From an optimization exercise on the open Yosys and OpenROAD flow, aimed at small area, a short achievable clock period and few clock cycles per item; shortcuts taken in it are not production practice.
Function was checked by simulation only, so behaviour that the tests miss may differ from the original.
Power is estimated from default activity; no workload was simulated.

## config.mk

```make
export PLATFORM = sky130hd
export DESIGN_NAME = ryunt_rs_dec
export DESIGN_NICKNAME = ryunt_rs_dec
export VERILOG_FILES = /design/flow/design.v
export SDC_FILE = /design/flow/constraint.sdc
export NUM_CORES = 4
export LEC_CHECK = 0
export CAP_MARGIN = 20
export CORE_MARGIN = 2
export CORE_UTILIZATION = 40
export CTS_BUF_LIST = sky130_fd_sc_hd__clkbuf_16
export CTS_CLUSTER_DIAMETER = 60
export CTS_CLUSTER_SIZE = 24
export SLEW_MARGIN = 20
```

## constraint.sdc

```tcl
create_clock -name core_clock -period 12.0 [get_ports {clk}]
set_input_delay 2.4000 -clock core_clock [delete_from_list [all_inputs] [get_ports {clk}]]
set_output_delay 2.4000 -clock core_clock [all_outputs]
set_load 0.01 [all_outputs]
```

## design.v

```verilog
module ryunt_rs_dec (
  input  wire       clk,
  input  wire       rst,         
  input  wire       in_valid,
  output wire       in_ready,
  input  wire [7:0] in_data,
  input  wire       in_erase,
  output wire       out_valid,
  output wire [7:0] out_data,
  output wire       out_last,
  output wire       out_fail,
  output wire [2:0] out_ncorr
);
  localparam integer RING  = 135;
  localparam integer PORTS = 9;
  localparam integer SP    = 15;
  function [7:0] gf_mul(input [7:0] a, input [7:0] b);
    integer i;
    reg [7:0] p, aa;
    begin
      p  = 8'h00;
      aa = a;
      for (i = 0; i < 8; i = i + 1) begin
        if (b[i]) p = p ^ aa;
        aa = {aa[6:0], 1'b0} ^ (aa[7] ? 8'h1d : 8'h00);
      end
      gf_mul = p;
    end
  endfunction
  function [3:0] g4_mul(input [3:0] a, input [3:0] b);
    integer n; reg [3:0] p, aa;
    begin
      p = 4'h0; aa = a;
      for (n = 0; n < 4; n = n + 1) begin
        if (b[n]) p = p ^ aa;
        aa = {aa[2:0], 1'b0} ^ (aa[3] ? 4'h3 : 4'h0);
      end
      g4_mul = p;
    end
  endfunction
  function [3:0] g4_inv(input [3:0] a);
    case (a)
      4'h0: g4_inv = 4'h0;
      4'h1: g4_inv = 4'h1;
      4'h2: g4_inv = 4'h9;
      4'h3: g4_inv = 4'he;
      4'h4: g4_inv = 4'hd;
      4'h5: g4_inv = 4'hb;
      4'h6: g4_inv = 4'h7;
      4'h7: g4_inv = 4'h6;
      4'h8: g4_inv = 4'hf;
      4'h9: g4_inv = 4'h2;
      4'ha: g4_inv = 4'hc;
      4'hb: g4_inv = 4'h5;
      4'hc: g4_inv = 4'ha;
      4'hd: g4_inv = 4'h4;
      4'he: g4_inv = 4'h3;
      4'hf: g4_inv = 4'h8;
      default: g4_inv = 4'h0;
    endcase
  endfunction
  function [7:0] gf_inv(input [7:0] a);
    reg [7:0] c; reg [3:0] d, di; reg [7:0] e;
    begin
      c = {a[5], a[2] ^ a[5] ^ a[6], a[1] ^ a[3] ^ a[4], a[4] ^ a[7], a[3] ^ a[4] ^ a[5] ^ a[6], a[2] ^ a[4] ^ a[6], a[2] ^ a[3] ^ a[6] ^ a[7], a[0] ^ a[1] ^ a[2] ^ a[3] ^ a[4] ^ a[6] ^ a[7]};
      d = g4_mul(g4_mul(c[7:4], c[7:4]), 4'h8) ^ g4_mul(c[7:4], c[3:0]) ^ g4_mul(c[3:0], c[3:0]);
      di = g4_inv(d);
      e = {g4_mul(c[7:4], di), g4_mul(c[3:0] ^ c[7:4], di)};
      gf_inv = {e[2] ^ e[4] ^ e[6] ^ e[7], e[1] ^ e[3] ^ e[4] ^ e[6], e[7], e[2] ^ e[6] ^ e[7], e[1] ^ e[2] ^ e[4], e[1] ^ e[3] ^ e[4] ^ e[7], e[1] ^ e[4] ^ e[5] ^ e[6] ^ e[7], e[0] ^ e[2] ^ e[4] ^ e[5]};
    end
  endfunction
  function [11:0] gf_inv_a(input [7:0] a);
    reg [7:0] c; reg [3:0] d;
    begin
      c = {a[5], a[2] ^ a[5] ^ a[6], a[1] ^ a[3] ^ a[4], a[4] ^ a[7], a[3] ^ a[4] ^ a[5] ^ a[6], a[2] ^ a[4] ^ a[6], a[2] ^ a[3] ^ a[6] ^ a[7], a[0] ^ a[1] ^ a[2] ^ a[3] ^ a[4] ^ a[6] ^ a[7]};
      d = g4_mul(g4_mul(c[7:4], c[7:4]), 4'h8) ^ g4_mul(c[7:4], c[3:0]) ^ g4_mul(c[3:0], c[3:0]);
      gf_inv_a = {c, g4_inv(d)};
    end
  endfunction
  function [7:0] gf_inv_b(input [11:0] x);
    reg [7:0] e;
    begin
      e = {g4_mul(x[11:8], x[3:0]), g4_mul(x[7:4] ^ x[11:8], x[3:0])};
      gf_inv_b = {e[2] ^ e[4] ^ e[6] ^ e[7], e[1] ^ e[3] ^ e[4] ^ e[6], e[7], e[2] ^ e[6] ^ e[7], e[1] ^ e[2] ^ e[4], e[1] ^ e[3] ^ e[4] ^ e[7], e[1] ^ e[4] ^ e[5] ^ e[6] ^ e[7], e[0] ^ e[2] ^ e[4] ^ e[5]};
    end
  endfunction
  function [7:0] alpha_pow(input integer j);
    case (j)
      0: alpha_pow = 8'h01;
      1: alpha_pow = 8'h02;
      2: alpha_pow = 8'h04;
      3: alpha_pow = 8'h08;
      4: alpha_pow = 8'h10;
      5: alpha_pow = 8'h20;
      default: alpha_pow = 8'h40;
    endcase
  endfunction
  function [7:0] alpha_ipow(input integer j);
    case (j)
      0: alpha_ipow = 8'h01;
      1: alpha_ipow = 8'h8e;
      2: alpha_ipow = 8'h47;
      3: alpha_ipow = 8'had;
      4: alpha_ipow = 8'hd8;
      5: alpha_ipow = 8'h6c;
      default: alpha_ipow = 8'h36;
    endcase
  endfunction
  integer i, j;
  localparam [3:0] E_IDLE = 4'd0, E_BMD = 4'd1, E_BMC = 4'd2, E_BMU = 4'd3,
                   E_OM   = 4'd4, E_CHK = 4'd5, E_WAIT = 4'd6, E_CH = 4'd7,
                   E_FL   = 4'd8, E_POST = 4'd9;
  reg  [3:0] est, est_n;
  reg  [9:0] eoh;
  wire s_idle = eoh[0], s_bmd = eoh[1], s_bmc = eoh[2], s_bmu = eoh[3],
       s_om   = eoh[4], s_chk = eoh[5], s_wait = eoh[6], s_ch = eoh[7],
       s_fl   = eoh[8], s_post = eoh[9];
  reg  [8*RING-1:0] ring;
  reg  [3:0] dw_port, dr_port;     
  reg  [3:0] dw_off,  dr_off;      
  reg  [7:0] occ;                  
  reg        occ_full, occ_full1;    
  reg  [7:0] rd_cnt;               
  reg  [7:0] ib;                   
  reg        cap_pending;          
  reg        res_valid;            
  reg        rdy_q;                
  reg  [PORTS-1:0] wsel;           
  wire wr        = in_valid && rdy_q;
  wire aligned_r = (dr_off == 4'd0);
  wire rd_now    = aligned_r && ((rd_cnt != 8'd0) || res_valid);
  wire own       = !(s_idle || s_post);
  wire acc_busy  = cap_pending || own;
  assign in_ready = rdy_q;
  reg  [3:0] dw0_off, dw0_port, dr_off_n, dr_port_n;
  reg  [7:0] occ0, occ1, rd_cnt_n, ib1;
  reg        cap0, cap1, resv_n, post, consume, own_nc, rdnext, rdy0, rdy1;
  reg  [PORTS-1:0] wsel0, wsel1;
  wire       fastcond;
  always @* begin
    if (rd_now) begin
      dr_off_n = dr_off; dr_port_n = dr_port;
    end else if (dr_off == SP-1) begin
      dr_off_n = 4'd0; dr_port_n = (dr_port == PORTS-1) ? 4'd0 : dr_port + 4'd1;
    end else begin
      dr_off_n = dr_off + 4'd1; dr_port_n = dr_port;
    end
    rd_cnt_n = rd_now ? ((rd_cnt == 8'd133) ? 8'd0 : rd_cnt + 8'd1) : rd_cnt;
    consume  = rd_now && (rd_cnt == 8'd127);
    post     = !res_valid && ((s_idle && cap_pending && fastcond) || s_post);
    resv_n   = post || (res_valid && !consume);
    own_nc   = own || (s_idle && cap_pending && !fastcond);
    rdnext   = (dr_off_n == 4'd0) &&
               ((rd_now ? (rd_cnt != 8'd133) : (rd_cnt != 8'd0)) || resv_n);
    if (dw_off == SP-1) begin
      dw0_off = 4'd0; dw0_port = (dw_port == PORTS-1) ? 4'd0 : dw_port + 4'd1;
    end else begin
      dw0_off = dw_off + 4'd1; dw0_port = dw_port;
    end
    occ0 = occ - {7'd0, rd_now};
    occ1 = occ + 8'd1 - {7'd0, rd_now};
    ib1  = (ib == 8'd133) ? 8'd0 : ib + 8'd1;
    cap0 = cap_pending && !s_idle;
    cap1 = cap0 || (ib == 8'd133);
    rdy0 = (dw0_off == 4'd0) && (!(occ_full && !rd_now) || rdnext) &&
           !((ib != 8'd0) && (cap0 || own_nc));
    rdy1 = (dw_off == 4'd0) &&
           (!((occ_full1 && !rd_now) || (occ_full && rd_now)) || rdnext) &&
           !((ib1 != 8'd0) && (cap1 || own_nc));
    for (i = 0; i < PORTS; i = i + 1) begin
      wsel0[i] = rdy0 && (dw0_port == i);
      wsel1[i] = rdy1 && (dw_port == i);
    end
  end
  always @(posedge clk) begin
    ring <= {ring[8*RING-9:0], ring[8*RING-1 -: 8]};
    for (i = 0; i < PORTS; i = i + 1)
      if (in_valid && wsel[i]) ring[8*i*SP +: 8] <= in_data;
  end
  reg [7:0] tap;
  always @* begin
    tap = ring[8*(RING-1) +: 8];
    for (i = 1; i < PORTS; i = i + 1)
      if (dr_port == i) tap = ring[8*(i*SP-1) +: 8];
  end
  always @(posedge clk) begin
    if (rst) begin
      dw_port <= 4'd0; dw_off <= 4'd0;
      dr_port <= 4'd0; dr_off <= 4'd0;
      occ <= 8'd0;
      occ_full <= 1'b0; occ_full1 <= 1'b0;
      ib  <= 8'd0;
      rd_cnt <= 8'd0;
      cap_pending <= 1'b0;
      res_valid <= 1'b0;
      rdy_q <= 1'b0;
      wsel  <= {PORTS{1'b0}};
    end else begin
      if (!wr) begin
        dw_port <= dw0_port; dw_off <= dw0_off;
      end
      dr_port <= dr_port_n; dr_off <= dr_off_n;
      occ <= wr ? occ1 : occ0;
      occ_full  <= wr ? (occ1 == RING) : (occ0 == RING);
      occ_full1 <= wr ? (occ1 == RING - 1) : (occ0 == RING - 1);
      if (wr) ib <= ib1;
      rd_cnt <= rd_cnt_n;
      cap_pending <= wr ? cap1 : cap0;
      res_valid <= resv_n;
      rdy_q <= wr ? rdy1 : rdy0;
      wsel  <= wr ? wsel1 : wsel0;
    end
  end
  reg [7:0] sacc [0:5];    
  reg [7:0] gacc [1:6];    
  reg [2:0] ecnt;          
  reg       b0_pend, b0_e;
  reg [7:0] b0_d;
  reg [7:0] Q [1:6];       
  reg [7:0] acc, cc, dbinv;
  reg       lc;
  reg [3:0] blen;
  reg [2:0] r, li, si, oj;
  reg [2:0] r_n, li_n, si_n, oj_n;
  reg [6:0] li_oh;         
  reg [5:0] si_oh, oj_oh;
  reg [7:0] k;
  reg [2:0] nfound, ldeg_q;
  reg       efail, fast;
  reg [1:0] fl;
  reg       pend;                        
  reg [7:0] pd_pos, pd_om, pd_odd;
  reg       p1v, p2v;
  reg [7:0] p1pos, p1om, p1odd, p2pos, p2om, p2inv;
  reg       p15v, dbupd;
  reg [7:0] p15pos, p15om;
  reg       res_fail;
  reg [2:0] res_ncorr, res_n;
  reg [7:0] cpos [0:5];
  reg [7:0] cval [0:5];
  function [7:0] selS(input [2:0] x);
    case (x)
      3'd0: selS = sacc[0]; 3'd1: selS = sacc[1]; 3'd2: selS = sacc[2];
      3'd3: selS = sacc[3]; 3'd4: selS = sacc[4]; 3'd5: selS = sacc[5];
      default: selS = 8'h00;
    endcase
  endfunction
  reg [7:0] tg [0:6];
  reg [7:0] bs [0:5];
  reg [2:0] ec0;
  reg       er, first;
  always @* begin
    first = (ib == 8'd0);
    for (j = 0; j < 6; j = j + 1)
      bs[j] = b0_pend ? b0_d : sacc[j];
    tg[0] = 8'h01;
    for (j = 1; j < 7; j = j + 1)
      tg[j] = first ? 8'h00 :
              b0_pend ? ((j == 1 && b0_e) ? alpha_pow(1) : 8'h00) :
              gf_mul(gacc[j], alpha_pow(j));
    ec0 = first ? 3'd0 : b0_pend ? {2'd0, b0_e} : ecnt;
    er  = in_erase && (ec0 != 3'd7);
  end
  assign fastcond = (ecnt == 3'd7) ||
                    ((sacc[0] == 8'h00) && (sacc[1] == 8'h00) && (sacc[2] == 8'h00) &&
                     (sacc[3] == 8'h00) && (sacc[4] == 8'h00) && (sacc[5] == 8'h00));
  reg [7:0] oL0, oL1, oS0, oS1, oQ0, oQ1;
  always @* begin
    oL0 = 8'h00; oL1 = 8'h00; oS0 = 8'h00; oS1 = 8'h00; oQ0 = 8'h00; oQ1 = 8'h00;
    for (j = 1; j < 7; j = j + 1) begin
      oL0 = oL0 | ({8{li_oh[j]}} & gacc[j]);           
      oL1 = oL1 | ({8{li_oh[j-1]}} & gacc[j]);         
      oQ0 = oQ0 | ({8{li_oh[j]}} & Q[j]);              
      if (j < 6) oQ1 = oQ1 | ({8{li_oh[j+1]}} & Q[j]);  
    end
    for (j = 0; j < 6; j = j + 1) begin
      oS0 = oS0 | ({8{si_oh[j]}} & sacc[j]);           
      if (j < 5) oS1 = oS1 | ({8{si_oh[j+1]}} & sacc[j]);  
    end
  end
  wire       s_dot = s_bmd || s_om;
  wire [7:0] ma1 = ({8{s_dot}} & oL0) | ({8{s_bmc}} & acc) | ({8{s_bmu}} & cc) |
                   ({8{!(s_dot || s_bmc || s_bmu)}} & p2om);
  wire [7:0] mb1 = ({8{s_dot}} & oS0) | ({8{s_bmc}} & dbinv) | ({8{s_bmu}} & oQ0) |
                   ({8{!(s_dot || s_bmc || s_bmu)}} & p2inv);
  wire [7:0] ma2 = ({8{s_dot}} & oL1) | ({8{s_bmu}} & cc);
  wire [7:0] mb2 = ({8{s_dot}} & oS1) | ({8{s_bmu}} & oQ1);
  wire [7:0] mp1 = gf_mul(ma1, mb1);
  wire [7:0] mp2 = gf_mul(ma2, mb2);
  wire [7:0]  inv_in = s_bmc ? acc : p1odd;
  reg  [11:0] inva;
  always @(posedge clk) inva <= gf_inv_a(inv_in);
  wire [7:0]  inv_out = gf_inv_b(inva);
  reg [7:0] N [1:6];
  reg [7:0] N2 [1:6];
  reg [7:0] NU [1:5];
  reg [7:0] NU2 [1:5];
  reg [7:0] lsum1, odd1, osum1, lsum2, odd2, osum2;
  always @* begin
    for (j = 1; j < 7; j = j + 1) begin
      N[j]  = gf_mul(gacc[j], alpha_ipow(j));
      N2[j] = gf_mul(N[j], alpha_ipow(j));
    end
    for (j = 1; j < 6; j = j + 1) begin
      NU[j]  = gf_mul(sacc[j], alpha_ipow(j));
      NU2[j] = gf_mul(NU[j], alpha_ipow(j));
    end
    lsum1 = 8'h01; odd1 = 8'h00; lsum2 = 8'h01; odd2 = 8'h00;
    for (j = 1; j < 7; j = j + 1) begin
      lsum1 = lsum1 ^ gacc[j];
      lsum2 = lsum2 ^ N[j];
      if (j % 2 == 1) begin
        odd1 = odd1 ^ gacc[j];
        odd2 = odd2 ^ N[j];
      end
    end
    osum1 = sacc[0]; osum2 = sacc[0];
    for (j = 1; j < 6; j = j + 1) begin
      osum1 = osum1 ^ sacc[j];
      osum2 = osum2 ^ NU[j];
    end
  end
  wire root1 = (lsum1 == 8'h00);
  wire root2 = (lsum2 == 8'h00) && (k != 8'd0);
  wire rootx = root1 || root2;
  wire nz1   = (osum1 != 8'h00) && (odd1 != 8'h00);
  wire nz2   = (osum2 != 8'h00) && (odd2 != 8'h00);
  wire [2:0] nfound_n = nfound + {2'd0, root1} + {2'd0, root2};
  reg  need1, need2, kle1;     
  wire ch_done = kle1 || ((root1 && root2) ? need2 : (root1 || root2) ? need1 : 1'b0);
  reg [2:0] ldeg;
  always @* begin
    ldeg = 3'd0;
    for (j = 1; j < 7; j = j + 1)
      if (gacc[j] != 8'h00) ldeg = j[2:0];
  end
  wire chk_fail = ({1'b0, ldeg, 1'b0} > 5'd6 + {2'b00, ecnt}) || ({1'b0, ldeg} != blen);
  wire lc_now = ({blen, 1'b0} <= {2'b00, r} - 5'd1 + {2'b00, ecnt});
  wire [2:0] bm_top = (r == 3'd6) ? 3'd6 : r;
  wire bmd_last = (li + 3'd2 > r - 3'd1);
  wire om_last  = (li + 3'd2 > oj);
  wire next_iter = (s_bmc && acc == 8'h00) || (s_bmu && li <= 3'd2);
  always @* begin
    li_n = li; si_n = si; oj_n = oj; r_n = r;
    if (s_idle && cap_pending) begin
      oj_n = 3'd5; r_n = ecnt + 3'd1; li_n = 3'd1;
      si_n = (ecnt == 3'd6) ? 3'd4 : ecnt - 3'd1;
    end
    if (s_bmd) begin li_n = li + 3'd2; si_n = si - 3'd2; end
    if (s_bmc) li_n = (acc == 8'h00) ? 3'd1 : bm_top;
    if (s_bmu) li_n = (li <= 3'd2) ? 3'd1 : li - 3'd2;
    if (next_iter) begin r_n = r + 3'd1; si_n = (r == 3'd6) ? 3'd4 : r - 3'd1; end
    if (s_om) begin
      if (om_last) begin oj_n = oj - 3'd1; li_n = 3'd1; si_n = oj - 3'd2; end
      else begin li_n = li + 3'd2; si_n = si - 3'd2; end
    end
  end
  always @(posedge clk) begin
    li <= li_n; si <= si_n; oj <= oj_n; r <= r_n;
    for (i = 0; i < 7; i = i + 1) li_oh[i] <= (li_n == i);
    for (i = 0; i < 6; i = i + 1) begin
      si_oh[i] <= (si_n == i);
      oj_oh[i] <= (oj_n == i);
    end
  end
  always @* begin
    est_n = est;
    case (est)
      E_IDLE: if (cap_pending) begin
        if (fastcond)          est_n = res_valid ? E_POST : E_IDLE;
        else if (ecnt == 3'd6) est_n = E_OM;
        else if (ecnt == 3'd0) est_n = E_BMC;
        else                   est_n = E_BMD;
      end
      E_BMD: if (bmd_last) est_n = E_BMC;
      E_BMC: if (acc == 8'h00) est_n = (r == 3'd6) ? E_OM : E_BMD;
             else              est_n = E_BMU;
      E_BMU: if (li <= 3'd2)   est_n = (r == 3'd6) ? E_OM : E_BMD;
      E_OM:  if (om_last && oj == 3'd1) est_n = E_CHK;
      E_CHK: est_n = (chk_fail || ldeg == 3'd0) ? E_POST : E_WAIT;
      E_WAIT: if (!res_valid) est_n = E_CH;
      E_CH:  if (!pend && ch_done) est_n = E_FL;
      E_FL:  if (fl == 2'd3) est_n = E_POST;
      E_POST: if (!res_valid) est_n = E_IDLE;
      default: est_n = E_IDLE;
    endcase
  end
  always @(posedge clk) begin
    if (rst) begin
      est <= E_IDLE;
      eoh <= 10'd1;
    end else begin
      est <= est_n;
      for (i = 0; i < 10; i = i + 1) eoh[i] <= (est_n == i);
    end
  end
  always @(posedge clk) begin
    p15v   <= p1v;
    p15pos <= p1pos;
    p15om  <= p1om;
    p2v   <= p15v;
    p2pos <= p15pos;
    p2om  <= p15om;
    p2inv <= inv_out;
    dbupd <= s_bmc && (acc != 8'h00) && lc_now;
    if (dbupd) dbinv <= inv_out;
    if (p2v) begin
      cpos[res_n] <= p2pos;
      cval[res_n] <= mp1;
      res_n <= res_n + 3'd1;
    end
    p1v <= 1'b0;
    if (pend) begin
      p1v    <= 1'b1;
      p1pos  <= pd_pos;
      p1om   <= pd_om;
      p1odd  <= pd_odd;
    end else if (s_ch) begin
      p1v    <= rootx;
      p1pos  <= root1 ? k : k - 8'd1;
      p1om   <= root1 ? osum1 : osum2;
      p1odd  <= root1 ? odd1 : odd2;
    end
    pend   <= s_ch && !pend && root1 && root2;
    pd_pos <= k - 8'd1;
    pd_om  <= osum2;
    pd_odd <= odd2;
    if (wr) begin
      if (first && acc_busy) begin
        b0_pend <= 1'b1;
        b0_d    <= in_data;
        b0_e    <= in_erase;
      end else begin
        b0_pend <= 1'b0;
        for (j = 0; j < 6; j = j + 1)
          sacc[j] <= (first ? 8'h00 : gf_mul(bs[j], alpha_pow(j))) ^ in_data;
        for (j = 1; j < 7; j = j + 1)
          gacc[j] <= tg[j] ^ (er ? tg[j-1] : 8'h00);
        ecnt <= ec0 + {2'd0, er};
      end
    end
    if (s_idle && cap_pending) begin
      Q[1] <= 8'h01;
      for (j = 2; j < 7; j = j + 1) Q[j] <= gacc[j-1];
      blen  <= {1'b0, ecnt};
      dbinv <= 8'h01;
      efail <= (ecnt == 3'd7);
      fast  <= 1'b1;
      acc <= selS(ecnt);
      if (post) begin
        res_fail  <= (ecnt == 3'd7);
        res_n     <= 3'd0;
        res_ncorr <= 3'd0;
      end
    end
    if (s_bmd) begin
      acc <= acc ^ mp1 ^ mp2;
    end
    if (s_bmc) begin
      if (acc == 8'h00) begin
        Q[1] <= 8'h00;
        for (j = 2; j < 7; j = j + 1) Q[j] <= Q[j-1];
      end else begin
        cc <= mp1;
        lc <= lc_now;
        if (lc_now)
          blen  <= {1'b0, r} + {1'b0, ecnt} - blen;
      end
    end
    if (s_bmu) begin
      for (j = 1; j < 7; j = j + 1) begin
        if (li_oh[j]) gacc[j] <= gacc[j] ^ mp1;
        if (j < 6 && li_oh[j+1]) gacc[j] <= gacc[j] ^ mp2;
        if (j >= 2 && (li_oh[j-1] || li_oh[j])) Q[j] <= lc ? gacc[j-1] : Q[j-1];
      end
      if (li_oh[1] || li_oh[2]) Q[1] <= lc ? 8'h01 : 8'h00;
    end
    if (next_iter) acc <= selS(r);
    if (s_om) begin
      for (j = 1; j < 6; j = j + 1)
        if (oj_oh[j]) sacc[j] <= sacc[j] ^ mp1 ^ mp2;
    end
    if (s_chk) begin
      ldeg_q <= ldeg;
      efail  <= chk_fail;
      fast   <= 1'b1;
    end
    if (s_wait && !res_valid) begin
      res_n     <= 3'd0;
      res_ncorr <= 3'd0;
      nfound    <= 3'd0;
      k         <= 8'd133;
      kle1      <= 1'b0;
      need1     <= (ldeg_q == 3'd1);
      need2     <= (ldeg_q == 3'd2);
      fl        <= 2'd0;
    end
    if (s_ch && !pend) begin
      nfound <= nfound_n;
      need1  <= (nfound_n + 3'd1 == ldeg_q);
      need2  <= (nfound_n + 3'd2 == ldeg_q);
      kle1   <= (k <= 8'd3);
      res_ncorr <= res_ncorr + {2'd0, root1 && nz1} + {2'd0, root2 && nz2};
      for (j = 1; j < 7; j = j + 1) gacc[j] <= N2[j];
      for (j = 1; j < 6; j = j + 1) sacc[j] <= NU2[j];
      k <= k - 8'd2;
    end
    if (s_fl) begin
      fl    <= fl + 2'd1;
      efail <= (nfound != ldeg_q);
      fast  <= 1'b0;
    end
    if (s_post && post) begin
      res_fail <= efail;
      if (fast) begin
        res_n     <= 3'd0;
        res_ncorr <= 3'd0;
      end
    end
    if (rst) begin
      b0_pend <= 1'b0;
      p1v  <= 1'b0;
      p15v <= 1'b0;
      p2v  <= 1'b0;
      dbupd <= 1'b0;
      pend <= 1'b0;
    end
  end
  reg [7:0] corr;
  always @* begin
    corr = 8'h00;
    for (i = 0; i < 6; i = i + 1)
      if (i < res_n && cpos[i] == rd_cnt) corr = corr ^ cval[i];
  end
  reg       ov, ol, of;
  reg [7:0] od;
  reg [2:0] onc;
  always @(posedge clk) begin
    if (rst) ov <= 1'b0;
    else     ov <= rd_now && (rd_cnt < 8'd128);
    od  <= tap ^ (res_fail ? 8'h00 : corr);
    ol  <= (rd_cnt == 8'd127);
    of  <= res_fail;
    onc <= res_fail ? 3'd0 : res_ncorr;
  end
  assign out_valid = ov;
  assign out_data  = od;
  assign out_last  = ol;
  assign out_fail  = of;
  assign out_ncorr = onc;
endmodule
```

## run.sh

```bash
#!/bin/bash
# synth_recipe.tcl (not shown) runs the flow's synth.tcl, then flattens the netlist and writes it again
# the make line also repeats each setting of config.mk as NAME=value (left out here)
make -C /OpenROAD-flow-scripts/flow DESIGN_CONFIG=/design/flow/config.mk WORK_HOME=/design/flow/orfs CLKGATE_MAP_FILE= SYNTH_SCRIPT=/design/flow/synth_recipe.tcl finish
```

==> run_results.csv, run 1 <==
group,metric,value,unit
run_status,status,"finished clean",
drt,wire_per_inst,21.9,um
power_and_ir_drop,design_power_total,10.4,mW
power_and_ir_drop,internal-power,7.69,mW
yosys,synth_xor_area_share,14.7,%
drt,vias,41600,
power_and_ir_drop,leakagePower,25.5,nW
floorplan,std_cell_rows,143,
worst_setup_path,path_cells,"buf_4 > nor2_2 > buf_4 > a31oi_1 > nor2_2 > xnor3_1 > xnor2_1 > nand2_1 > xnor3_1 > xnor2_2 > xnor2_1 > a221oi_1 > a21oi_1",
sta,max_slew.worst_pin.slew,1.16,ns
worst_setup_path,cp.arrival,6.25,ns
sta,maxSlewHeadroom,22.3,%
job,cap_violations,0,
yosys,synth_nets,5789,
yosys,synth_top_family_by_area,"XOR/XNOR gates",
place,hpwl,114000,um
yosys,synth_compound_area_share,12.4,%
floorplan,initial_core_util,40.3,%
sta,finalCriticalPeriod,5.79,ns
floorplan,core_area,152000,um^2
power_and_ir_drop,p_switching,2.74,mW
yosys,yosysSeqAreaShare,55.5,%
yosys,synthFlopType,"dfxtp_1",
power_and_ir_drop,p_seq_share,53.7,%
sta,fin_hold_ws,0.315,ns
finish,fill_cells,14200,
power_and_ir_drop,pwr-share-clk,36.9,%
yosys,synth_area_leaders,"dfxtp_1 (47%), edfxtp_1 (8.8%), xnor2_1 (8.6%)",
worst_setup_path,required,12.46,ns
sta,setup_violations,0,
power_and_ir_drop,comb_power_share,9.4,%
drt,drt_iter0_drc,4844,
worst_setup_path,critPathLaunchType,"register",
worst_hold_path,hold_path.class,"register to register",
sta,fmax,173,MHz
grt,overflow,0,
worst_setup_path,crit_fanout,26,
yosys,syn-instance-count,5669,
yosys,synthAdderAreaFrac,2.28,%
drt,dr.pass1.iters,13,
drt,ant_nets,0,
clock_network,worst_skew_pair.late_latency,0.78,ns
place,dpl_worst_slack,6.35,ns
finish,fin_util,44.2,%
drt,wirelength,167000,um
drt,post_drt_via_cell_ratio,5.45,
worst_setup_path,cp_top_family,"XOR/XNOR gates",
sta,maxSlewViolCount,0,
sta,fin_ws,6.21,ns
finish,ff_latch_area,33900,um^2
yosys,yosys_warnings,11,
clock_network,root_buffer,"clkbuf_16",
yosys,syn_avg_cell_area,10.8,um^2
worst_setup_path,worst_setup_path_end_kind,"register",
place,portBuffers,26,
yosys,syn-cell-area,61200,um^2
sta,rsz0062_at_grt,"false",
floorplan,die_h,395,um
place,routabilityCongestion,0.967,
clock_network,ctsHtreeMaxLevel,3,
yosys,synth-async-reset-ratio,0,%
yosys,yosys.area.top_type,"dfxtp_1",
yosys,synth_edf_count,180,
finish,diodes,0,
floorplan,dieArea,156000,um^2
yosys,synth_cell_types,96,
power_and_ir_drop,p_per_area,155,nW/um^2
yosys,synthSimpleGateAreaFrac,9.05,%
yosys,synth_top_area_share,46.6,%
finish,nNetsFinal,5667,
power_and_ir_drop,sw_frac_of_total,26.2,%
grt,grt_max_degree,65,
sta,fin_crit_sh,48.3,%
sta,setup_tns,0,ns
worst_setup_path,crit_path_max_incr_delay,0.85,ns
finish,drive_gt1_share,8.00,%
clock_network,clock-sinks,1605,
sta,clock_skew,0.0588,ns
yosys,synth-seq-cells,1605,
floorplan,ioPinCount,27,
yosys,synthMuxAreaShare,2.88,%
worst_setup_path,worst-path-buf-inv,2,
clock_network,cts_tree,"done",
yosys,synth_commonest_cells,"dfxtp_1 (1425), xnor2_1 (602), nor2_1 (421)",
grt,antenna_found_initial,5,
finish,area_growth,9.70,%
grt,grt_pass1_vias,39400,
clock_network,cts_made_buffers,108,
grt,grt_pass1_wl,250000,um
worst_setup_path,critical_path_class,"register to register",
clock_network,cts_hold_buf,0,
power_and_ir_drop,ir_worst_vdd,0.153,mV
clock_network,clockBufferDepth,3,
clock_network,clk_pin_slew,0.09,ns
worst_setup_path,critical_path.slowest_cell,"xnor2_2",
sta,final-hold-violation-count,0,
clock_network,post_cts_buffers,0,
drt,drcViolationCount,0,
floorplan,die_w,395,um
yosys,yosys.cell_count.top_type,"dfxtp_1",
clock_network,post_cts_resize_count,0,
finish,multiInputGateArea,25300,um^2
grt,grt_util_all_layers,20.8,%
## power by group through the flow
stage               logic [mW]  registers (mW)  clock network [mW]
finish                   0.976            5.60                3.85
global route              1.05            5.61                4.13
CTS                      0.947            5.59                3.94
detailed placement       0.945            5.72                   0
global placement         0.932            5.72                   0
floorplan                0.750            5.65                   0
## metal layers
metal	routed length (um)	track usage (%)	vias to the layer above
li1	-	-	19300
met1	73800	29.0	20000
met2	71900	31.6	1822
met3	14500	4.30	451
met4	7200	8.23	4
met5	34	0	-
## final timing paths
check | startpoint | slack [ns] | to | cells after the start
min reg2reg | ring[931] | 0.32 | ring[939] | 0
min | ring[931] | 0.32 | ring[939] | 0
max | eoh[4] | 6.21 | acc[7] | 13
max reg2reg | eoh[4] | 6.21 | acc[7] | 13
## sequential cells by signal, summed over array words and instances, names as in the netlist, 9 cells and up
name / cells
cpos: 48
inva: 12
cval: 48
eoh: 10
wsel: 9
gacc: 48
sacc: 48
Q: 48
ring: 1080
## final cells by class
class                      instances  area share (%)
clock buffer                     110            4.10
clock inverter                    63            1.34
inverter                         136           0.761
multi-input combinational       3555            37.8
sequential                      1605            50.6
tap                             2030            3.79
timing repair buffer             141            1.66
## stage by stage
| step | cell area, um^2 | std cells |
|---|---|---|
| after global placement | 63400 | 7465 |
| after global routing | 67100 | 7640 |
| final | 67100 | 7640 |
| after detailed placement | 63400 | 7466 |
| after floorplan | 61200 | 5669 |
| after CTS | 67100 | 7639 |
## logic make-up after synthesis
kind of cell,Yosys count
simple gates,1217
fa+ha+maj,108
mux,165
buf+inv,509
compound gates,1142
flops,1605
xor+xnor,923
## layout by cell type (no fill, tap or decap), types with 134 or more instances in the layout
master    synthesis  routed
nor2_1          421     418
a21oi_1         268     268
xnor2_1         602     601
nand2_1         405     403
xor2_1          253     251
edfxtp_1        180     180
a22oi_1         158     158
o21ai_0         216     216
inv_1           129     134
dfxtp_1        1425    1423
## worst register-to-register path: cells and delay by family, from the launching register on
| family | cells | cell delay [ns] |
|---|---|---|
| flip-flops | 1 | 0.31 |
| buffers and inverters | 2 | 0.66 |
| XOR/XNOR | 5 | 2.65 |
| AND/OR/NAND/NOR | 3 | 1.34 |
| AO/OA/AOI/OAI | 3 | 0.55 |
Testbench counts, summed over its fixed seeds: cycles 268,705, items 1,600.
==> inputs of run 2 (changes only) <==
==> flow/run.sh (new file) <==
#!/bin/bash
# Standard ORFS layout, with timing repair aiming for a setup margin beyond
# the design's clock period (the SDC is unchanged).
set -euo pipefail
bash standard.sh SETUP_SLACK_MARGIN=8 finish > flow_make.log 2>&1
==> standard.sh (new file) <==
#!/bin/bash
# synth_recipe.tcl (not shown) runs the flow's synth.tcl, then flattens the netlist and writes it again
# the make line also repeats each setting of config.mk as NAME=value (left out here)
make -C /OpenROAD-flow-scripts/flow DESIGN_CONFIG=/design/flow/config.mk WORK_HOME=/design/flow/orfs CLKGATE_MAP_FILE= SYNTH_SCRIPT=/design/flow/synth_recipe.tcl "${@:-finish}"
--- a/config.mk
+++ b/config.mk
@@ -8,7 +8,4 @@
 export CAP_MARGIN = 20
 export CORE_MARGIN = 2
 export CORE_UTILIZATION = 40
-export CTS_BUF_LIST = sky130_fd_sc_hd__clkbuf_16
-export CTS_CLUSTER_DIAMETER = 60
-export CTS_CLUSTER_SIZE = 24
 export SLEW_MARGIN = 20
removed: run.sh
==> run_results.csv, run 2 <==
group,metric,value,unit
worst_setup_path,crit_fanout,9,
drt,drcViolationCount,0,
sta,fin_crit_sh,33.2,%
floorplan,die_w,395,um
sta,clock_skew,0.0432,ns
run_status,status,"finished clean",
worst_setup_path,r2r_start,"gacc[1][2]",
worst_setup_path,r2r-end,"gacc[5][0]",
drt,wire_per_inst,22.1,um
power_and_ir_drop,ir_worst_vdd,0.141,mV
sta,max_slew.worst_pin.slew,1.17,ns
worst_setup_path,worst_setup_path_end_kind,"register",
worst_setup_path,r2r_slack,8.02,ns
grt,grt_pass1_wl,260000,um
sta,setup_tns,0,ns
worst_setup_path,path_cells,"a22oi_1 > a32oi_4 > xnor3_2 > buf_4 > buf_4 > nor2_2 > xor2_4 > xnor2_4 > buf_4 > a221o_1 > a32oi_1 > a21oi_1",
worst_hold_path,hp-start,"ring[981]",
floorplan,initial_core_util,40.3,%
drt,vias,43100,
sta,fmax,251,MHz
grt,grt_max_degree,66,
yosys,syn-instance-count,5669,
floorplan,std_cell_rows,143,
power_and_ir_drop,p_seq_share,47.7,%
finish,regMostFlops,"ring",
job,cap_violations,0,
finish,final_common_cell,"dfxtp_1",
worst_hold_path,worstHoldPathCells,0,
worst_setup_path,critPathLaunchType,"register",
clock_network,clockBufferDepth,3,
floorplan,core_area,152000,um^2
finish,fin_cells,7935,
sta,final-hold-violation-count,0,
grt,overflow,0,
worst_hold_path,hold_end,"ring[989]",
worst_setup_path,crit_path_max_incr_delay,0.70,ns
grt,grt_pass1_vias,40800,
power_and_ir_drop,comb_power_share,9.4,%
finish,nNetsFinal,5894,
worst_setup_path,critical_path_class,"register to register",
yosys,synth_commonest_cells,"dfxtp_1 (1425), xnor2_1 (602), nor2_1 (421)",
power_and_ir_drop,pwr-share-clk,42.9,%
clock_network,cts_tree,"done",
drt,wirelength,176000,um
sta,setup_violations,0,
floorplan,ioPinCount,27,
yosys,yosys.cell_count.top_type,"dfxtp_1",
power_and_ir_drop,p_per_area,162,nW/um^2
yosys,synth_edf_count,180,
yosys,yosysSeqAreaShare,55.5,%
worst_setup_path,cp.arrival,4.60,ns
yosys,syn_avg_cell_area,10.8,um^2
worst_setup_path,critical_path.slowest_cell,"dfxtp_1",
place,dp_cells,7479,
sta,rsz0062_at_grt,"true",
place,routabilityCongestion,0.983,
clock_network,ctsHtreeMaxLevel,4,
worst_setup_path,rr_worst_depth,12,
grt,antenna_found_initial,4,
finish,final_cell_mix,"dfxtp_1 (1383), xnor2_1 (547), nor2_1 (402), nand2_1 (401), a21oi_1 (259)",
finish,area_growth,18.6,%
yosys,synth-async-reset-ratio,0,%
drt,drt_iter0_drc,4898,
drt,dr.pass1.iters,7,
finish,drive_gt1_share,16.2,%
drt,post_drt_via_cell_ratio,5.43,
floorplan,die_h,395,um
clock_network,root_buffer,"clkbuf_16",
finish,largest_reg_flops,1080,
yosys,yosys_warnings,11,
yosys,synth_top_area_share,46.6,%
power_and_ir_drop,p_switching,2.91,mW
clock_network,cts_hold_buf,0,
sta,maxSlewHeadroom,21.4,%
yosys,synth_nets,5789,
clock_network,clk_pin_slew,0.07,ns
yosys,syn-cell-area,61200,um^2
place,portBuffers,26,
worst_hold_path,hold_path.class,"register to register",
sta,finalCriticalPeriod,3.98,ns
worst_setup_path,crit_top_cell,"buf_4",
power_and_ir_drop,sw_frac_of_total,24.8,%
grt,grt_util_all_layers,21.8,%
clock_network,cts_made_buffers,154,
yosys,synth_cell_types,96,
drt,ant_nets,0,
power_and_ir_drop,leakagePower,28.0,nW
floorplan,dieArea,156000,um^2
clock_network,clock-sinks,1605,
place,hpwl,115000,um
sta,maxSlewViolCount,0,
yosys,synthFlopType,"dfxtp_1",
yosys,synth-seq-cells,1605,
worst_setup_path,required,12.61,ns
yosys,yosys.area.top_type,"dfxtp_1",
power_and_ir_drop,internal-power,8.85,mW
clock_network,worst_skew_pair.late_latency,0.80,ns
yosys,synth_area_leaders,"dfxtp_1 (47%), edfxtp_1 (8.8%), xnor2_1 (8.6%)",
==> run 2: worst max path at each step <==
stage	cells past startpoint	startpoint	slack, ns	endpoint
final	12	gacc[1][2]	8.02	gacc[5][0]
after global routing	14	eoh[2]	7.91	sacc[1][3]
after CTS	14	eoh[3]	7.97	acc[2]
after detailed placement	11	in_valid	6.42	sacc[4][7]
after global placement	11	in_valid	6.39	sacc[4][7]
after floorplan	17	gacc[1][6]	7.91	need1
==> run 2: area by class of cell <==
type,instances,area [um^2]
fillers,13500,79400
flip-flops and latches,1605,34000
multi-input cells,3556,26900
clock buffers,222,4460
repair buffers,321,3110
well taps,2030,2540
clock inverters,64,970
inverters,136,529
diodes,1,2.50
==> run 2: power by group through the flow <==
| stage | combinational (mW) | sequential (mW) | clock [mW] |
|---|---|---|---|
| floorplan | 0.750 | 5.65 | 0 |
| global placement | 0.956 | 5.72 | 0 |
| detailed placement | 0.964 | 5.72 | 0 |
| CTS | 1.04 | 5.60 | 5.14 |
| global route | 1.18 | 5.61 | 5.37 |
| finish | 1.11 | 5.61 | 5.04 |
==> run 2: per-layer routing <==
layer	routed length [um]	global-route usage [%]	share of wire [%]
met5	8	0	0.0046
met2	75700	32.8	43
met1	75300	29.5	43
met3	15800	5.19	9.0
met4	8830	9.86	5.0
==> run 2: stage by stage <==
step | util, % | total power, mW | instance area (um^2) | worst slack, ns | hold slack (ns)
global placement | 41.8 | 6.67 | 63600 | 6.39 | 0.310
finish | 47.7 | 11.8 | 72500 | 8.02 | 0.304
floorplan | - | 6.40 | 61200 | 7.91 | 0.310
detailed placement | 41.9 | 6.68 | 63600 | 6.42 | 0.312
CTS | 46.7 | 11.8 | 71000 | 7.97 | 0.302
global route | 47.7 | 12.2 | 72500 | 7.91 | 0.313
==> run 2: critical path, delay by kind of cell, from the launching register on <==
family                    cells  cell delay [ns]
AOI/OAI and AO/OA             5             1.34
xor gates and xnor gates      3             1.06
buffers and inverters         3             0.52
DFF                           1             0.70
and+or+nand+nor               1             0.20
==> run 2: timing repair <==
| action | CTS | global route |
|---|---|---|
| cloned | 6 | 3 |
| resized for setup | 268 | 180 |
| endpoints found under the setup margin | 203 | 128 |
| pin swaps | 53 | 81 |
| setup buffers | 78 | 82 |
==> run 2: cell families after synthesis <==
logic type | share of synthesized area [%]
AOI/OAI and AO/OA | 12.4
xor gates and xnor gates | 14.7
adders and majority gates | 2.28
buffers and inverters | 3.25
DFF | 55.5
muxes | 2.88
and+or+nand+nor | 9.05
==> inputs of run 3 (changes only) <==
==> flow/run.sh (replaced) <==
#!/bin/bash
# The standard ORFS layout (the standard.sh, unchanged scripts and SDC),
# with timing repair asked to leave a setup margin of 8 ns at the design's
# 12 ns clock, so that the layout's achieved period comes out near 4 ns.
# make's full output goes to flow_make.log here; ORFS's own per-step logs
# stay under orfs/logs.
set -euo pipefail
bash standard.sh SETUP_SLACK_MARGIN=8.5 finish > flow_make.log 2>&1
--- a/config.mk
+++ b/config.mk
@@ -8,4 +8,7 @@
 export CAP_MARGIN = 20
 export CORE_MARGIN = 2
 export CORE_UTILIZATION = 40
+export CTS_BUF_LIST = sky130_fd_sc_hd__clkbuf_16
+export CTS_CLUSTER_DIAMETER = 60
+export CTS_CLUSTER_SIZE = 24
 export SLEW_MARGIN = 20
==> run_results.csv, run 3 <==
group,metric,value,unit
floorplan,die_w,395,um
worst_setup_path,r2r_start,"li_oh[3]",
yosys,yosys_warnings,11,
drt,drt_iter0_drc,4885,
finish,diodes,0,
floorplan,core_area,152000,um^2
sta,setup_violations,0,
worst_hold_path,hold_path.class,"register to register",
sta,final-hold-violation-count,0,
clock_network,clk_pin_slew,0.09,ns
worst_setup_path,required,12.65,ns
worst_setup_path,cp.arrival,4.78,ns
yosys,syn-instance-count,5669,
power_and_ir_drop,p_switching,2.85,mW
yosys,synth-seq-cells,1605,
finish,largest_reg_flops,1080,
power_and_ir_drop,p_seq_share,52.2,%
sta,maxSlewViolCount,0,
clock_network,cts_tree,"done",
clock_network,worst_skew_pair.late_latency,0.78,ns
drt,dr.pass1.iters,9,
clock_network,root_buffer,"clkbuf_16",
place,portBuffers,26,
drt,wirelength,182000,um
worst_setup_path,r2r-end,"sacc[5][5]",
yosys,syn-cell-area,61200,um^2
yosys,yosys.cell_count.top_type,"dfxtp_1",
yosys,yosysSeqAreaShare,55.5,%
finish,drive_gt1_share,22.7,%
place,routabilityCongestion,0.976,
floorplan,dieArea,156000,um^2
worst_setup_path,r2r_slack,7.87,ns
yosys,synth_commonest_cells,"dfxtp_1 (1425), xnor2_1 (602), nor2_1 (421)",
worst_setup_path,worst_setup_path_end_kind,"register",
yosys,yosys.area.top_type,"dfxtp_1",
grt,antenna_found_initial,5,
worst_setup_path,critPathLaunchType,"register",
drt,drcViolationCount,0,
power_and_ir_drop,pwr-share-clk,35.7,%
floorplan,ioPinCount,27,
job,cap_violations,0,
clock_network,clock-sinks,1605,
sta,finalCriticalPeriod,4.13,ns
yosys,synthFlopType,"dfxtp_1",
finish,fin_util,49.6,%
clock_network,ctsHtreeMaxLevel,3,
power_and_ir_drop,p_per_area,142,nW/um^2
drt,vias,44400,
worst_hold_path,hp-start,"ring[945]",
power_and_ir_drop,leakagePower,29.0,nW
worst_hold_path,worstHoldPathCells,0,
sta,setup_tns,0,ns
drt,post_drt_via_cell_ratio,5.53,
sta,fin_crit_sh,34.4,%
grt,grt_util_all_layers,22.5,%
finish,regMostFlops,"ring",
worst_setup_path,rr_worst_depth,13,
grt,grt_max_degree,60,
grt,overflow,0,
grt,grt_pass1_vias,41600,
run_status,status,"finished clean",
drt,ant_nets,0,
power_and_ir_drop,design_power_total,10.7,mW
yosys,syn_avg_cell_area,10.8,um^2
yosys,synth_nets,5789,
clock_network,cts_made_buffers,105,
floorplan,die_h,395,um
yosys,synth-async-reset-ratio,0,%
sta,fmax,242,MHz
sta,maxSlewHeadroom,21.3,%
yosys,synth_area_leaders,"dfxtp_1 (47%), edfxtp_1 (8.8%), xnor2_1 (8.6%)",
place,hpwl,113000,um
power_and_ir_drop,internal-power,7.88,mW
finish,final_common_cell,"dfxtp_1",
finish,nNetsFinal,6052,
clock_network,clockBufferDepth,3,
power_and_ir_drop,comb_power_share,12.1,%
worst_setup_path,crit_fanout,6,
sta,max_slew.worst_pin.slew,1.17,ns
grt,grt_pass1_wl,269000,um
floorplan,initial_core_util,40.3,%
power_and_ir_drop,ir_worst_vdd,0.160,mV
finish,final_cell_mix,"dfxtp_1 (1349), xnor2_1 (501), nor2_1 (392), nand2_1 (390), buf_4 (307)",
worst_setup_path,critical_path_class,"register to register",
yosys,synth_edf_count,180,
yosys,synth_cell_types,96,
sta,clock_skew,0.0768,ns
floorplan,std_cell_rows,143,
drt,wire_per_inst,22.7,um
yosys,synth_top_area_share,46.6,%
finish,area_growth,23.3,%
power_and_ir_drop,sw_frac_of_total,26.6,%
sta,rsz0062_at_grt,"true",
worst_hold_path,hold_end,"ring[953]",
## run 3: cell counts after synthesis
No cell type changed its count.
## run 3: worst max-delay path by stage
stage               cells after the start  startpoint         end
floorplan                               9    in_valid  sacc[4][7]
global placement                       10    in_valid  sacc[4][7]
detailed placement                     10    in_valid  sacc[4][7]
CTS                                    14    li_oh[2]      acc[3]
global route                           13    li_oh[3]  sacc[5][5]
finish                                 13    li_oh[3]  sacc[5][5]
## run 3: kinds of logic (layout without fill, tap and decap cells)
| family | Yosys count | in the layout | share of synthesized area, % |
|---|---|---|---|
| compound gates | 1142 | 1142 | 12.4 |
| flops | 1605 | 1605 | 55.5 |
| mux | 165 | 165 | 2.88 |
| xor+xnor | 923 | 924 | 14.7 |
| fa+ha+maj | 108 | 108 | 2.28 |
| buf+inv | 509 | 833 | 3.25 |
| simple gates | 1217 | 1219 | 9.05 |
## run 3: power groups by stage
stage	clock (mW)	sequential (mW)	combinational, mW
after CTS	3.93	5.60	1.20
after global placement	0	5.71	0.932
after floorplan	0	5.65	0.759
final	3.83	5.60	1.30
after detailed placement	0	5.72	0.944
after global routing	4.13	5.61	1.37
## run 3: cell type report
type	count	area [um^2]
clock buffers	106	2650
clock inverters	65	996
fillers	13100	76500
inverters	136	563
multi-input cells	3558	28900
flip-flops and latches	1605	34100
well taps	2030	2540
repair buffers	526	5630
## run 3: layer usage
metal | up-vias | wire length, um | track usage (%)
met1 | 21300 | 75000 | 30.4
met2 | 2298 | 78700 | 34.2
li1 | 20100 | - | -
met4 | 4 | 10800 | 10.4
met3 | 620 | 17400 | 4.86
met5 | - | 21 | 0
## run 3: worst max-delay path, stage by stage (launching register included)
cell       delay [ns]
dfxtp_4          0.40
bufbuf_16        0.28
a222oi_1         0.48
a32o_2           0.43
xnor2_2          0.15
nor2_1           0.12
xnor3_1          0.43
xor2_1           0.22
xnor3_4          0.58
xor2_4           0.26
buf_12           0.16
buf_8            0.13
xnor2_4          0.12
o311ai_2         0.26
## run 3: repair_timing
| action | in CTS | in global routing |
|---|---|---|
| buffers inserted | 236 | 132 |
| gates cloned | 18 | 0 |
| hold buffers | 0 | 0 |
| setup endpoints to repair | 246 | 262 |
| pin swaps | 208 | 182 |
| resized for setup | 660 | 353 |
## run 3: stage by stage
stage	std cells	cell area, um^2	setup WS [ns]	hold WS, ns
floorplan	5669	61900	8.32	0.310
global placement	7468	63900	5.87	0.310
detailed placement	7468	63900	5.89	0.312
CTS	7893	72600	7.97	0.278
global route	8026	75400	7.80	0.290
finish	8026	75400	7.87	0.281
==> inputs of run 4 (changes only) <==
--- a/flow/run.sh
+++ b/flow/run.sh
@@ -5,4 +5,4 @@
 # make's full output goes to flow_make.log here; ORFS's own per-step logs
 # stay under orfs/logs.
 set -euo pipefail
-bash standard.sh SETUP_SLACK_MARGIN=8.5 finish > flow_make.log 2>&1
+bash standard.sh SETUP_SLACK_MARGIN=8 finish > flow_make.log 2>&1
==> run_results.csv, run 4 <==
group,metric,value,unit
power_and_ir_drop,ir_worst_vdd,0.154,mV
yosys,syn_avg_cell_area,10.8,um^2
floorplan,initial_core_util,40.3,%
drt,ant_nets,0,
finish,final_cell_mix,"dfxtp_1 (1380), xnor2_1 (552), nor2_1 (404), nand2_1 (399), a21oi_1 (256)",
yosys,yosysSeqAreaShare,55.5,%
clock_network,clock-sinks,1605,
worst_hold_path,hold_path.class,"register to register",
finish,area_growth,15.6,%
sta,rsz0062_at_grt,"true",
clock_network,clockBufferDepth,3,
run_status,status,"finished clean",
drt,wire_per_inst,22.2,um
finish,largest_reg_flops,1080,
worst_setup_path,cp_top_family,"XOR/XNOR gates",
drt,dr.pass1.iters,8,
floorplan,ioPinCount,27,
floorplan,dieArea,156000,um^2
grt,grt_pass1_wl,257000,um
yosys,syn-cell-area,61200,um^2
worst_setup_path,critical_path.slowest_cell,"xor3_4",
worst_setup_path,crit_top_cell,"buf_4",
yosys,synth_cell_types,96,
grt,overflow,0,
place,portBuffers,26,
yosys,yosys.cell_count.top_type,"dfxtp_1",
yosys,synth-seq-cells,1605,
yosys,synth-async-reset-ratio,0,%
worst_setup_path,critical_path_class,"register to register",
clock_network,worst_skew_pair.late_latency,0.80,ns
floorplan,core_area,152000,um^2
yosys,synth_compound_area_share,12.4,%
place,routabilityCongestion,0.983,
yosys,synth_xor_area_share,14.7,%
yosys,synth_edf_count,180,
worst_setup_path,worst_setup_path_end_kind,"register",
power_and_ir_drop,design_power_total,10.7,mW
yosys,synth_top_family_by_area,"XOR/XNOR gates",
finish,nNetsFinal,5834,
worst_setup_path,path_cells,"buf_12 > nor2_4 > buf_4 > buf_4 > a21oi_2 > or2_2 > nand2_1 > xor2_1 > xnor3_1 > xor3_2 > xor3_4 > xnor2_2 > a221oi_2 > a21oi_1",
drt,post_drt_via_cell_ratio,5.44,
floorplan,std_cell_rows,143,
drt,drt_iter0_drc,4974,
yosys,synth_commonest_cells,"dfxtp_1 (1425), xnor2_1 (602), nor2_1 (421)",
sta,setup_violations,0,
grt,grt_util_all_layers,21.5,%
clock_network,root_buffer,"clkbuf_16",
yosys,synthAdderAreaFrac,2.28,%
sta,final-hold-violation-count,0,
sta,max_slew.worst_pin.slew,1.08,ns
clock_network,clk_pin_slew,0.09,ns
grt,antenna_found_initial,3,
finish,final_common_cell,"dfxtp_1",
power_and_ir_drop,p_per_area,152,nW/um^2
floorplan,die_h,395,um
worst_setup_path,required,12.51,ns
drt,wirelength,173000,um
yosys,yosys_warnings,11,
yosys,synthFlopType,"dfxtp_1",
worst_setup_path,crit_fanout,13,
floorplan,die_w,395,um
grt,grt_pass1_vias,40200,
worst_setup_path,r2r_start,"eoh[4]",
clock_network,cts_tree,"done",
place,post_dp_cell_area,63600,um^2
drt,vias,42500,
yosys,syn-instance-count,5669,
worst_setup_path,cp.arrival,4.58,ns
clock_network,cts_hold_buf,0,
yosys,synth_nets,5789,
finish,regMostFlops,"ring",
sta,maxSlewHeadroom,27.6,%
sta,fin_crit_sh,33.9,%
sta,maxSlewViolCount,0,
worst_setup_path,crit_path_max_incr_delay,0.56,ns
finish,final_area,70700,um^2
yosys,synthSimpleGateAreaFrac,9.05,%
worst_setup_path,worst-path-buf-inv,3,
yosys,synth_top_area_share,46.6,%
sta,setup_tns,0,ns
yosys,yosys.area.top_type,"dfxtp_1",
worst_setup_path,worstSetupStartpoint,"eoh[4]",
worst_setup_path,critPathLaunchType,"register",
sta,finalCriticalPeriod,4.07,ns
yosys,synthMuxAreaShare,2.88,%
clock_network,cts_made_buffers,113,
yosys,synth_area_leaders,"dfxtp_1 (47%), edfxtp_1 (8.8%), xnor2_1 (8.6%)",
clock_network,ctsHtreeMaxLevel,3,
drt,drcViolationCount,0,
sta,clock_skew,0.0823,ns
power_and_ir_drop,leakagePower,27.1,nW
finish,drive_gt1_share,14.8,%
sta,fmax,246,MHz
job,cap_violations,0,
grt,grt_max_degree,66,
worst_hold_path,hp-start,"ring[204]",
place,hpwl,115000,um
finish,fin_util,46.5,%
[run 4: changes by cell type in the layout (fill, tap and decap cells not counted), sizes merged]
cell | before | now
bufinv | 3 | 0
dlygate4sd2 | 0 | 14
diode | 0 | 1
xnor3 | 53 | 52
buf | 512 | 271
inv | 159 | 173
clkinv | 33 | 28
nor2 | 427 | 426
and2 | 31 | 30
clkinvlp | 6 | 9
clkdlybuf4s15 | 0 | 1
clkbuf | 106 | 117
[run 4: logic make-up (layout without fill, tap and decap cells)]
kind of cell	count (synthesis)	after routing
other	0	1
DFF	1605	1605
adders and majority gates	108	108
muxes	165	165
buffers and inverters	509	627
AOI/OAI and AO/OA	1142	1142
xor gates and xnor gates	923	923
and+or+nand+nor	1217	1217
[run 4: power breakdown]
| group | switching, mW | internal [mW] |
|---|---|---|
| Sequential | 0.113 | 5.49 |
| Clock | 2.13 | 1.88 |
| Combinational | 0.655 | 0.466 |
| Total | 2.90 | 7.84 |
[run 4: final timing paths]
path | end | slack, ns | depth (start not counted)
setup / recovery | acc[3] | 7.93 | 14
hold / removal | ring[212] | 0.27 | 0
setup reg to reg | acc[3] | 7.93 | 14
hold reg to reg | ring[212] | 0.27 | 0
[run 4: cell type report]
type                            instances  area [um^2]
Fill cell                           13700        81200
Sequential cell                      1605        34000
Multi-Input combinational cell       3555        26700
Timing Repair Buffer                  303         2970
Clock buffer                          114         2850
Tap cell                             2030         2540
Clock inverter                         74         1040
Inverter                              136          528
Antenna cell                            1         2.50
[run 4: repair_timing]
item,CTS,global route
resized for setup,268,154
gates cloned,6,1
setup buffers,83,60
pin swaps,57,74
endpoints found under the setup margin,205,121
[run 4: worst register-to-register path: stages, from the launching register on]
cell and delay, ns:
dfxtp_2 0.39, buf_12 0.17, nor2_4 0.07, buf_4 0.18, buf_4 0.16, a21oi_2 0.37
or2_2 0.29, nand2_1 0.09, xor2_1 0.17, xnor3_1 0.40, xor3_2 0.47, xor3_4 0.56
xnor2_2 0.18, a221oi_2 0.26, a21oi_1 0.06
[run 4: routing by layer]
layer	global-route usage, %	vias to the layer above	wire length [um]
met4	9.38	2	8100
met3	4.82	470	15900
li1	-	19700	-
met2	32.5	2022	74600
met5	0	-	8
met1	29.5	20400	74700
[run 4: per-stage QoR]
stage / instances / worst slack, ns / hold slack, ns
final: 7818 / 7.93 / 0.275
after global routing: 7817 / 7.80 / 0.273
after CTS: 7756 / 7.96 / 0.264
after detailed placement: 7479 / 6.42 / 0.312
after global placement: 7479 / 6.39 / 0.310
after floorplan: 5669 / 7.91 / 0.310
==> inputs of run 5 (changes only) <==
--- a/config.mk
+++ b/config.mk
@@ -7,7 +7,7 @@
 export LEC_CHECK = 0
 export CAP_MARGIN = 20
 export CORE_MARGIN = 2
-export CORE_UTILIZATION = 40
+export CORE_UTILIZATION = 60
 export CTS_BUF_LIST = sky130_fd_sc_hd__clkbuf_16
 export CTS_CLUSTER_DIAMETER = 60
 export CTS_CLUSTER_SIZE = 24
==> run_results.csv, run 5 <==
group,metric,value,unit
place,dp_cells,6811,
finish,drive_gt1_share,15.1,%
worst_setup_path,required,12.46,ns
worst_setup_path,r2r_slack,7.91,ns
place,hpwl,115000,um
clock_network,worst_skew_pair.late_latency,0.72,ns
yosys,yosys_warnings,11,
floorplan,die_h,323,um
place,portBuffers,26,
power_and_ir_drop,ir_worst_vdd,0.209,mV
worst_hold_path,hold_end,"p2pos[2]",
sta,finalCriticalPeriod,4.09,ns
sta,maxSlewHeadroom,23.7,%
place,dpl_worst_slack,6.41,ns
drt,drcViolationCount,0,
yosys,syn_avg_cell_area,10.8,um^2
floorplan,initial_core_util,60.3,%
sta,rsz0062_at_grt,"true",
drt,drt_iter0_drc,5663,
finish,final_cell_mix,"dfxtp_1 (1372), xnor2_1 (550), nor2_1 (408), nand2_1 (400), a21oi_1 (255)",
drt,ant_nets,0,
worst_setup_path,worstSetupStartpoint,"eoh[1]",
yosys,synth_edf_count,180,
yosys,synth_commonest_cells,"dfxtp_1 (1425), xnor2_1 (602), nor2_1 (421)",
place,post_dp_cell_area,62600,um^2
yosys,synth_area_leaders,"dfxtp_1 (47%), edfxtp_1 (8.8%), xnor2_1 (8.6%)",
sta,fin_hold_ws,0.300,ns
yosys,synth-seq-cells,1605,
worst_hold_path,hp-start,"p15pos[2]",
yosys,synth_nets,5789,
floorplan,std_cell_rows,117,
sta,fin_crit_sh,34.1,%
worst_setup_path,r2r-end,"acc[5]",
sta,fin_ws,7.91,ns
worst_setup_path,path_cells,"buf_12 > or4_4 > o21ai_4 > buf_6 > nor2_4 > xnor3_2 > xnor2_2 > buf_6 > nand2_2 > xnor3_4 > xor2_2 > buf_6 > xor2_1 > a221oi_1 > a21oi_1",
clock_network,clockBufferDepth,3,
worst_setup_path,rr_worst_depth,15,
yosys,synth_cell_types,96,
grt,grt_max_degree,64,
finish,final_common_cell,"dfxtp_1",
sta,max_slew.worst_pin.slew,1.14,ns
drt,wirelength,172000,um
clock_network,clock-sinks,1605,
worst_hold_path,worstHoldPathCells,0,
yosys,syn-cell-area,61200,um^2
clock_network,ctsHtreeMaxLevel,3,
job,cap_violations,0,
worst_setup_path,critical_path.slowest_cell,"or4_4",
sta,setup_violations,0,
yosys,synth_top_area_share,46.6,%
finish,regMostFlops,"ring",
sta,final-hold-violation-count,0,
clock_network,clk_pin_slew,0.08,ns
finish,fin_cells,7150,
grt,overflow,0,
sta,maxSlewViolCount,0,
drt,post_drt_via_cell_ratio,6.05,
power_and_ir_drop,leakagePower,27.1,nW
worst_setup_path,r2r_start,"eoh[1]",
drt,vias,43300,
floorplan,ioPinCount,27,
sta,fmax,245,MHz
yosys,synth-async-reset-ratio,0,%
clock_network,cts_tree,"done",
finish,area_growth,13.8,%
worst_setup_path,critical_path_class,"register to register",
sta,setup_tns,0,ns
worst_setup_path,cp_top_family,"XOR/XNOR gates",
grt,antenna_found_initial,5,
worst_setup_path,worst-path-buf-inv,4,
yosys,yosys.area.top_type,"dfxtp_1",
worst_setup_path,critPathLaunchType,"register",
finish,largest_reg_flops,1080,
finish,final_area,69600,um^2
power_and_ir_drop,p_per_area,147,nW/um^2
yosys,yosysSeqAreaShare,55.5,%
finish,nNetsFinal,5847,
worst_setup_path,cp.depth,15,
clock_network,cts_hold_buf,0,
clock_network,cts_made_buffers,98,
worst_setup_path,crit_fanout,16,
worst_setup_path,crit_path_max_incr_delay,0.59,ns
sta,clock_skew,0.0611,ns
worst_setup_path,cp.arrival,4.55,ns
clock_network,root_buffer,"clkbuf_16",
yosys,synthFlopType,"dfxtp_1",
grt,grt_pass1_wl,250000,um
yosys,syn-instance-count,5669,
floorplan,dieArea,104000,um^2
drt,wire_per_inst,24.1,um
grt,grt_util_all_layers,31.8,%
worst_setup_path,crit_top_cell,"buf_6",
grt,grt_pass1_vias,39100,
place,routabilityCongestion,0.980,
run_status,status,"finished clean",
worst_hold_path,hold_path.class,"register to register",
drt,dr.pass1.iters,10,
worst_setup_path,worst_setup_path_end_kind,"register",
floorplan,core_area,101000,um^2
yosys,yosys.cell_count.top_type,"dfxtp_1",
floorplan,die_w,323,um
[run 5: cell counts after synthesis]
Identical to the previous run, type by type.
[run 5: layout make-up]
type / instances / area, um^2
clock buffers: 100 / 2500
well taps: 1368 / 1710
flip-flops and latches: 1605 / 34100
inverters: 136 / 547
repair buffers: 331 / 3240
clock inverters: 53 / 652
multi-input cells: 3555 / 26800
diodes: 2 / 5.00
fillers: 7631 / 31900
[run 5: what timing repair did]
item	in CTS	in global routing
endpoints found under the setup margin	206	126
gates cloned	6	6
setup buffers	73	99
pin swaps	49	84
endpoints found under the hold margin	0	0
resized for setup	248	230
[run 5: where the power goes]
group | switching, mW | total (mW) | internal, mW
logic | 0.621 | 1.07 | 0.445
registers | 0.127 | 5.62 | 5.49
clock network | 1.92 | 3.52 | 1.61
[run 5: per-stage QoR]
step | utilization (%) | total power [mW]
after floorplan | - | 6.40
after global placement | 61.7 | 6.64
after detailed placement | 61.8 | 6.65
after CTS | 66.6 | 10.2
after global routing | 68.6 | 10.5
final | 68.6 | 10.2
[run 5: worst max-delay path by stage]
stage | to | slack, ns
global placement | sacc[4][7] | 6.38
detailed placement | sacc[4][7] | 6.41
CTS | acc[2] | 7.93
floorplan | need1 | 7.91
global route | acc[3] | 7.86
finish | acc[5] | 7.91
[run 5: per-layer routing]
| layer | vias up | global-route usage, % | part of all wire (%) |
|---|---|---|---|
| li1 | 19700 | - | - |
| met1 | 20600 | 47.2 | 44 |
| met2 | 2373 | 44.5 | 41 |
| met3 | 589 | 7.46 | 11 |
| met4 | 2 | 12.8 | 4.8 |
| met5 | - | 0 | 0.0075 |
[run 5: worst reg2reg max path, stage by stage (launching register included)]
cell and delay, ns:
dfxtp_2 0.37, buf_12 0.17, or4_4 0.60, o21ai_4 0.25
buf_6 0.14, nor2_4 0.06, xnor3_2 0.43, xnor2_2 0.21
buf_6 0.15, nand2_2 0.06, xnor3_4 0.51, xor2_2 0.18
buf_6 0.16, xor2_1 0.16, a221oi_1 0.31, a21oi_1 0.08
[run 5: logic make-up after synthesis]
kind of cell | synth area share [%]
simple gates | 9.05
flops | 55.5
xor+xnor | 14.7
mux | 2.88
fa+ha+maj | 2.28
buf+inv | 3.25
compound gates | 12.4

-- re-timing with driven ports --
In the flow no input, the clock included, has a driving cell. The finished layouts below were timed again as built, in two steps.
Step 1, drivers: a clkbuf_16 drives clk and a buf_2 each remaining input, both assumed.
Step 2 adds t to the input delays and takes it off the output delays; t is the mean of the earliest and latest rising clock arrival at the registers after step 1. Input paths then give back, and output paths get back, about the clock's delay inside the block.
Slacks: no drivers / after step 1 / after step 2; pairs: no drivers / after step 1.
run | t (ns) | setup WS [ns] | clock arrival spread, ns | slew at the worst register clock pin (ns)
run 1 | 0.823 | 6.207 / 6.207 / 6.207 | 0.059 / 0.059 | 0.09 / 0.09
run 2 | 0.857 | 8.017 / 7.986 / 7.344 | 0.053 / 0.053 | 0.07 / 0.07
run 3 | 0.818 | 7.871 / 7.871 / 7.480 | 0.081 / 0.081 | 0.09 / 0.09
run 4 | 0.834 | 7.930 / 7.930 / 7.358 | 0.100 / 0.101 | 0.09 / 0.09
run 5 | 0.758 | 7.911 / 7.911 / 7.322 | 0.061 / 0.061 | 0.09 / 0.09
After both steps every run listed still meets setup and hold. The setup slack of run 2, which loses most, moves by -0.031 ns with the drivers and by -0.673 ns with both steps.
